What follows belongs to an exercise in optimizing a design on an open flow for small area, a short achievable clock period and few clock cycles per item; a production flow would make more cautious choices. The RTL was checked by simulation tests, not by an equivalence proof against the original design. Power and IR drop assume default switching activity.

Design bsc_launch, start of the top module:
module bsc_launch (
    input  wire        clk,
    input  wire        rst,
    input  wire        start,
    output wire        ready,
    input  wire [63:0] inst_sec,
    input  wire [29:0] inst_ns,
    input  wire [63:0] anchor_sec,
    input  wire [29:0] anchor_ns,
    input  wire [31:0] anchor_frac,
    input  wire [95:0] anchor_bc,
    input  wire [63:0] rate,
    output reg         done,
    output reg  [95:0] launch
);
For scale: roughly 6300 cells after synthesis, about 480 I/O pins, about 53000 sq um of cells after synthesis.
==> flow/config.mk <==
export PLATFORM = sky130hd
export DESIGN_NAME = bsc_launch
export DESIGN_NICKNAME = bsc_launch
export VERILOG_FILES = /design/flow/design.v
export SDC_FILE = /design/flow/constraint.sdc
export NUM_CORES = 4
export LEC_CHECK = 0
export CAP_MARGIN = 20
export CORE_MARGIN = 2
export CORE_UTILIZATION = 40
export GPL_TIMING_DRIVEN = 0
export SLEW_MARGIN = 20
==> flow/constraint.sdc <==
create_clock -name core_clock -period 16.0 [get_ports {clk}]
set_input_delay 3.2000 -clock core_clock [delete_from_list [all_inputs] [get_ports {clk}]]
set_output_delay 3.2000 -clock core_clock [all_outputs]
set_load 0.01 [all_outputs]
run.sh (not shown) runs the stock make flow with config.mk's settings and CLKGATE_MAP_FILE= SYNTH_SCRIPT=/design/flow/synth_recipe.tcl, a recipe that flattens the netlist after the stock synthesis.
The first run ran to the end with no violations.
Testbench counts at the start, summed over its fixed seeds: cycles 44,808, items 1,280.
Change:
==> flow/flow/run.sh (new file) <==
#!/bin/bash
# Standard ORFS layout (the standard.sh, standard synthesis), with two
# changes to how the layout is made:
#  - ports are buffered with plain buffers instead of the smallest-area cell
#    buffer_ports picks (a delay cell);
#  - timing repair aims for extra setup slack, so that the layout is sized
#    for a shorter period than the 16 ns the constraints allow.
# The constraints (constraint.sdc) and every other step are unchanged.
set -euo pipefail
export SETUP_SLACK_MARGIN=11
export BUFFER_PORTS_ARGS="-buffer_cell sky130_fd_sc_hd__buf_2"
bash standard.sh > standard_flow.log 2>&1
==> flow/standard.sh (new file) <==
#!/bin/bash
# synth_recipe.tcl (not shown) runs the flow's synth.tcl, then flattens the netlist and writes it again
# the make line also repeats each setting of config.mk as NAME=value (left out here)
make -C /OpenROAD-flow-scripts/flow DESIGN_CONFIG=/design/flow/config.mk WORK_HOME=/design/flow/orfs CLKGATE_MAP_FILE= SYNTH_SCRIPT=/design/flow/synth_recipe.tcl "${@:-finish}"
--- a/flow/config.mk
+++ b/flow/config.mk
@@ -10,3 +10,2 @@
 export CORE_UTILIZATION = 40
-export GPL_TIMING_DRIVEN = 0
 export SLEW_MARGIN = 20
removed: flow/run.sh
Result: The changed run went through all stages and came out clean. Synthesized area does not change. Clock-buffer cell count shrinks by 2. Power grows by 3.1%.

---

The RTL this note starts from:
==> flow/design.v <==
module bsc_launch (
    input  wire        clk,
    input  wire        rst,
    input  wire        start,
    output wire        ready,
    input  wire [63:0] inst_sec,
    input  wire [29:0] inst_ns,
    input  wire [63:0] anchor_sec,
    input  wire [29:0] anchor_ns,
    input  wire [31:0] anchor_frac,
    input  wire [95:0] anchor_bc,
    input  wire [63:0] rate,
    output reg         done,
    output reg  [95:0] launch
);
    reg         s_idle, s_sub, s_m12, s_m2, s_m3, s_m4, s_aln, s_div, s_res, s_fin;
    reg  [6:0]  cnt;
    reg         neg;         
    reg         sg;          
    reg         rz;          
    reg         wneg;        
    reg  [4:0]  lz2;         
    reg  [63:0] dv;          
    reg  [66:0] ws;          
    reg  [66:0] wc;          
    reg  [2:0]  qr;          
    reg  [1:0]  nt;          
    reg  [95:0] t;           
    reg  [95:0] dq;          
    wire        cap  = s_idle | s_fin;
    assign ready = cap;
    wire [66:0] xs   = {ws[64:0], nt};
    wire [66:0] xc   = {wc[64:0], 2'b00};
    wire signed [7:0] xe = xs[66:59] + xc[66:59];
    reg  signed [7:0] m2, m1, m0, mn;
    always @(*) begin
        case (dv[63:59])
            5'd8: begin m2 = 8'sd12; m1 = 8'sd4; m0 = -8'sd4; mn = -8'sd13; end
            5'd9: begin m2 = 8'sd14; m1 = 8'sd5; m0 = -8'sd5; mn = -8'sd15; end
            5'd10: begin m2 = 8'sd15; m1 = 8'sd5; m0 = -8'sd5; mn = -8'sd16; end
            5'd11: begin m2 = 8'sd17; m1 = 8'sd6; m0 = -8'sd5; mn = -8'sd17; end
            5'd12: begin m2 = 8'sd19; m1 = 8'sd7; m0 = -8'sd6; mn = -8'sd19; end
            5'd13: begin m2 = 8'sd20; m1 = 8'sd7; m0 = -8'sd6; mn = -8'sd20; end
            5'd14: begin m2 = 8'sd22; m1 = 8'sd8; m0 = -8'sd6; mn = -8'sd21; end
            5'd15: begin m2 = 8'sd24; m1 = 8'sd9; m0 = -8'sd7; mn = -8'sd23; end
            5'd16: begin m2 = 8'sd25; m1 = 8'sd9; m0 = -8'sd7; mn = -8'sd24; end
            5'd17: begin m2 = 8'sd27; m1 = 8'sd10; m0 = -8'sd7; mn = -8'sd25; end
            5'd18: begin m2 = 8'sd29; m1 = 8'sd11; m0 = -8'sd8; mn = -8'sd27; end
            5'd19: begin m2 = 8'sd30; m1 = 8'sd11; m0 = -8'sd8; mn = -8'sd28; end
            5'd20: begin m2 = 8'sd32; m1 = 8'sd12; m0 = -8'sd8; mn = -8'sd29; end
            5'd21: begin m2 = 8'sd34; m1 = 8'sd13; m0 = -8'sd9; mn = -8'sd31; end
            5'd22: begin m2 = 8'sd35; m1 = 8'sd13; m0 = -8'sd9; mn = -8'sd32; end
            5'd23: begin m2 = 8'sd37; m1 = 8'sd14; m0 = -8'sd9; mn = -8'sd33; end
            5'd24: begin m2 = 8'sd39; m1 = 8'sd15; m0 = -8'sd10; mn = -8'sd35; end
            5'd25: begin m2 = 8'sd40; m1 = 8'sd15; m0 = -8'sd10; mn = -8'sd36; end
            5'd26: begin m2 = 8'sd42; m1 = 8'sd16; m0 = -8'sd10; mn = -8'sd37; end
            5'd27: begin m2 = 8'sd44; m1 = 8'sd17; m0 = -8'sd11; mn = -8'sd39; end
            5'd28: begin m2 = 8'sd45; m1 = 8'sd17; m0 = -8'sd11; mn = -8'sd40; end
            5'd29: begin m2 = 8'sd47; m1 = 8'sd18; m0 = -8'sd11; mn = -8'sd41; end
            5'd30: begin m2 = 8'sd49; m1 = 8'sd19; m0 = -8'sd12; mn = -8'sd43; end
            5'd31: begin m2 = 8'sd50; m1 = 8'sd19; m0 = -8'sd12; mn = -8'sd44; end
            default: begin m2 = 8'sd0; m1 = 8'sd0; m0 = 8'sd0; mn = 8'sd0; end
        endcase
    end
    wire        qp2  = (xe >= m2);
    wire        qp1  = (xe >= m1) & ~qp2;
    wire        qz   = (xe >= m0) & ~(xe >= m1);
    wire        qn1  = (xe >= mn) & ~(xe >= m0);
    wire        qn2  = ~(xe >= mn);
    wire [2:0]  qd   = qp2 ? 3'd2 : qp1 ? 3'd1 : qz ? 3'd0 : qn1 ? 3'b111 : 3'b110;
    wire [66:0] mag  = ({67{qp2 | qn2}} & {2'b00, dv, 1'b0}) | ({67{qp1 | qn1}} & {3'b000, dv});
    wire        qpos = qp2 | qp1;
    wire [66:0] mq   = mag ^ {67{qpos}};
    wire [66:0] ws_nx = xs ^ xc ^ mq;
    wire [66:0] wc_nx = {(xs[65:0] & xc[65:0]) | (xs[65:0] & mq[65:0]) | (xc[65:0] & mq[65:0]), qpos};
    wire        tq   = s_div | s_fin;
    wire        s_m  = s_m12 | s_m3;
    wire [95:0] op_a = ({96{s_sub | s_m4}} & t)
                     | ({96{s_m}}   & {t[85:0], 10'd0})
                     | ({96{s_fin}} & launch)
                     | ({96{s_res}} & {29'd0, ws});
    wire [95:0] op_b = ({96{s_sub}} & ~{2'b00, dq[61:32], ws[63:0]})
                     | ({96{s_m}}   & ~{t[91:0], 4'd0})
                     | ({96{tq}}    & {t[93:0], 2'b00})
                     | ({96{s_m4}}  & {96{~sg}})
                     | ({96{s_res}} & {29'd0, wc});
    wire [95:0] op_c = ({96{s_m}}   & ~{t[92:0], 3'd0})
                     | ({96{tq}}    & {{93{qr[2]}}, qr})
                     | ({96{s_m4}}  & {{64{dq[63]}}, dq[63:32]});
    wire        k1   = s_sub | s_m | (s_fin & ~(neg ^ wneg));
    wire        k2   = s_m;
    wire [95:0] s2   = op_a ^ op_b ^ op_c;
    wire [95:0] c2   = {(op_a[94:0] & op_b[94:0]) | (op_a[94:0] & op_c[94:0]) | (op_b[94:0] & op_c[94:0]), k1};
    wire [95:0] msum = s2 + c2 + {95'd0, k2};
    wire        c64  = msum[64] ^ t[64] ^ ~dq[32];
    wire        sgn  = t[95];
    wire [95:0] pp   = t ^ {96{sgn}};
    wire [31:0] ff   = dq[95:64] ^ {32{~sgn}};
    wire        cb   = ~sgn;
    wire        pfit = (pp[95:47] == 49'd0);
    wire        nrm  = (dv[63:62] != 2'b00);
    wire        go   = nrm | rz;
    always @(posedge clk) begin
        if (rst) begin
            s_idle <= 1'b1;
            s_sub  <= 1'b0;
            s_m12  <= 1'b0;
            s_m2   <= 1'b0;
            s_m3   <= 1'b0;
            s_m4   <= 1'b0;
            s_aln  <= 1'b0;
            s_div  <= 1'b0;
            s_res  <= 1'b0;
            s_fin  <= 1'b0;
            done   <= 1'b0;
        end else begin
            done   <= s_fin;
            s_idle <= cap & ~start;
            s_sub  <= cap & start;
            s_m12  <= s_sub | (s_m12 & ~s_m2);
            s_m2   <= s_m12 & ~s_m2;
            s_m3   <= s_m2;
            s_m4   <= s_m3;
            s_aln  <= s_m4 | (s_aln & ~go);
            s_div  <= (s_aln & nrm & ~rz) | (s_div & (cnt != 7'd0));
            s_res  <= s_div & (cnt == 7'd0);
            s_fin  <= (s_aln & rz) | s_res;
        end
    end
    always @(posedge clk) begin
        if (cap) begin
            dv     <= rate;
            lz2    <= 5'd0;
            t      <= {2'b00, inst_ns, inst_sec};
            dq     <= {anchor_frac, 2'b00, anchor_ns, anchor_bc[95:64]};
        end
        if (s_sub | s_m12 | s_m3 | s_m4 | s_aln) begin
            if (dv[63:56] == 8'd0) begin
                dv  <= {dv[55:0], 8'd0};
                lz2 <= lz2 + 5'd4;
            end else if (dv[63:62] == 2'b00) begin
                dv  <= {dv[61:0], 2'b00};
                lz2 <= lz2 + 5'd1;
            end
        end
        if (s_sub) begin
            launch    <= {dq[31:0], wc[63:0]};
            t         <= {{32{~c64}}, msum[63:0]};
            sg        <= ~c64;
            dq[63:32] <= msum[95:64];
            rz        <= (dv == 64'd0);
        end
        if (s_m12 | s_m3 | s_m4 | (s_aln & go))
            t <= msum;
        if (s_aln & go) begin
            neg  <= sgn & ~rz;
            wneg <= 1'b1;
            qr   <= 3'd0;
            if (pfit)
                dq  <= {ff[15:0], {32{cb}}, 48'd0};
            else
                dq  <= {pp[31:0], ff, {32{cb}}};
        end
        if (s_div) begin
            qr  <= neg ? 3'd0 - qd : qd;
            t   <= msum;
            dq  <= {dq[93:0], 2'b00};
        end
        if (cap)
            ws <= {3'b000, anchor_sec};
        else if (s_aln)
            ws <= pfit ? {6'd0, pp[46:0], ff[31:18]} : {7'd0, pp[93:34]};
        else
            ws <= ws_nx;
        wc  <= cap ? {3'b000, anchor_bc[63:0]} : s_div ? wc_nx : 67'd0;
        nt  <= s_div ? dq[95:94] : (pfit ? ff[17:16] : pp[33:32]);
        cnt <= s_div ? cnt - 7'd1 : ({2'b00, lz2} + (pfit ? 7'd24 : 7'd48));
        if (s_res)
            wneg <= msum[66];
        if (s_fin)
            launch <= msum;
    end
endmodule
clock: 16.0 ns
lec_check: 0
cap_margin: 20
core_margin: 2
core_utilization: 40
slew_margin: 20
standard.sh (not shown) runs the stock make flow with config.mk's settings and CLKGATE_MAP_FILE= SYNTH_SCRIPT=/design/flow/synth_recipe.tcl, a recipe that flattens the netlist after the stock synthesis.
==> flow/flow/run.sh <==
#!/bin/bash
# Standard ORFS layout (the standard.sh, standard synthesis), with two
# changes to how the layout is made:
#  - ports are buffered with plain buffers instead of the smallest-area cell
#    buffer_ports picks (a delay cell);
#  - timing repair aims for extra setup slack, so that the layout is sized
#    for a shorter period than the 16 ns the constraints allow.
# The constraints (constraint.sdc) and every other step are unchanged.
set -euo pipefail
export SETUP_SLACK_MARGIN=12
export BUFFER_PORTS_ARGS="-buffer_cell sky130_fd_sc_hd__buf_1"
bash standard.sh > standard_flow.log 2>&1
Testbench counts at the start, summed over its fixed seeds: cycles 46,096, items 1,280.
Edit:
--- a/flow/flow/run.sh
+++ b/flow/flow/run.sh
@@ -10,2 +10,2 @@
-export SETUP_SLACK_MARGIN=12
-export BUFFER_PORTS_ARGS="-buffer_cell sky130_fd_sc_hd__buf_1"
+export SETUP_SLACK_MARGIN=11
+export BUFFER_PORTS_ARGS="-buffer_cell sky130_fd_sc_hd__buf_2"
Outcome:
- The changed run finished with timing, DRC and antenna clean
- clock power is about the same
- utilization came out lower by 7.9 points
- maximum frequency came out lower by 1.0%
- power came out lower by 24%
- non-clock buffer count came out lower by 386
- worst hold slack gets worse by 0.0040 ns
- setup slack gets worse by 0.053 ns
Edit:
--- a/flow/flow/run.sh
+++ b/flow/flow/run.sh
@@ -11 +11 @@
-export BUFFER_PORTS_ARGS="-buffer_cell sky130_fd_sc_hd__buf_2"
+export BUFFER_PORTS_ARGS="-buffer_cell sky130_fd_sc_hd__buf_1"
What happened:
- count of clock-buffer cells in the layout shrinks by 7
- die area does not change
- global-route usage shrinks by 0.17 points
- synthesized cell count is unchanged
- routed wire length grows by 0.87%
- fmax shrinks by 1.4%

-- what the ideal ports hide --
How much do the figures lean on ideal ports? The routed layouts below were timed once more, with nothing changed but the port constraints.
Step 1 sets driving cells, clkbuf_16 on the clock port and buf_2 on the other inputs (assumed; they add their load-dependent delay and slew).
Step 2 moves the port delays by t, midway between the first and last clock arrival at a register: inputs arrive t later, outputs are due t later. That takes back most of the time a late clock gives input paths.
Slacks: ideal ports / drivers / drivers and shift; pairs: ideal ports / drivers.
run | shift t [ns] | setup WS [ns] | worst register clock-pin slew, ns
the first run of note 1 | 0.769 | 6.355 / 6.355 / 6.355 | 0.07 / 0.07
the second run of note 1 | 0.760 | 10.252 / 10.252 / 10.252 | 0.07 / 0.07
the first run of note 2 | 0.738 | 10.849 / 10.849 / 10.849 | 0.07 / 0.07
the second run of note 2 | 0.743 | 10.796 / 10.796 / 10.548 | 0.07 / 0.07
the third run of note 2 | 0.757 | 10.722 / 10.722 / 10.566 | 0.07 / 0.07
After both steps setup and hold are still met in every run listed. For the second run of note 2, which loses most, drivers alone change the setup slack by 0.000 ns; drivers and shift together by -0.248 ns.
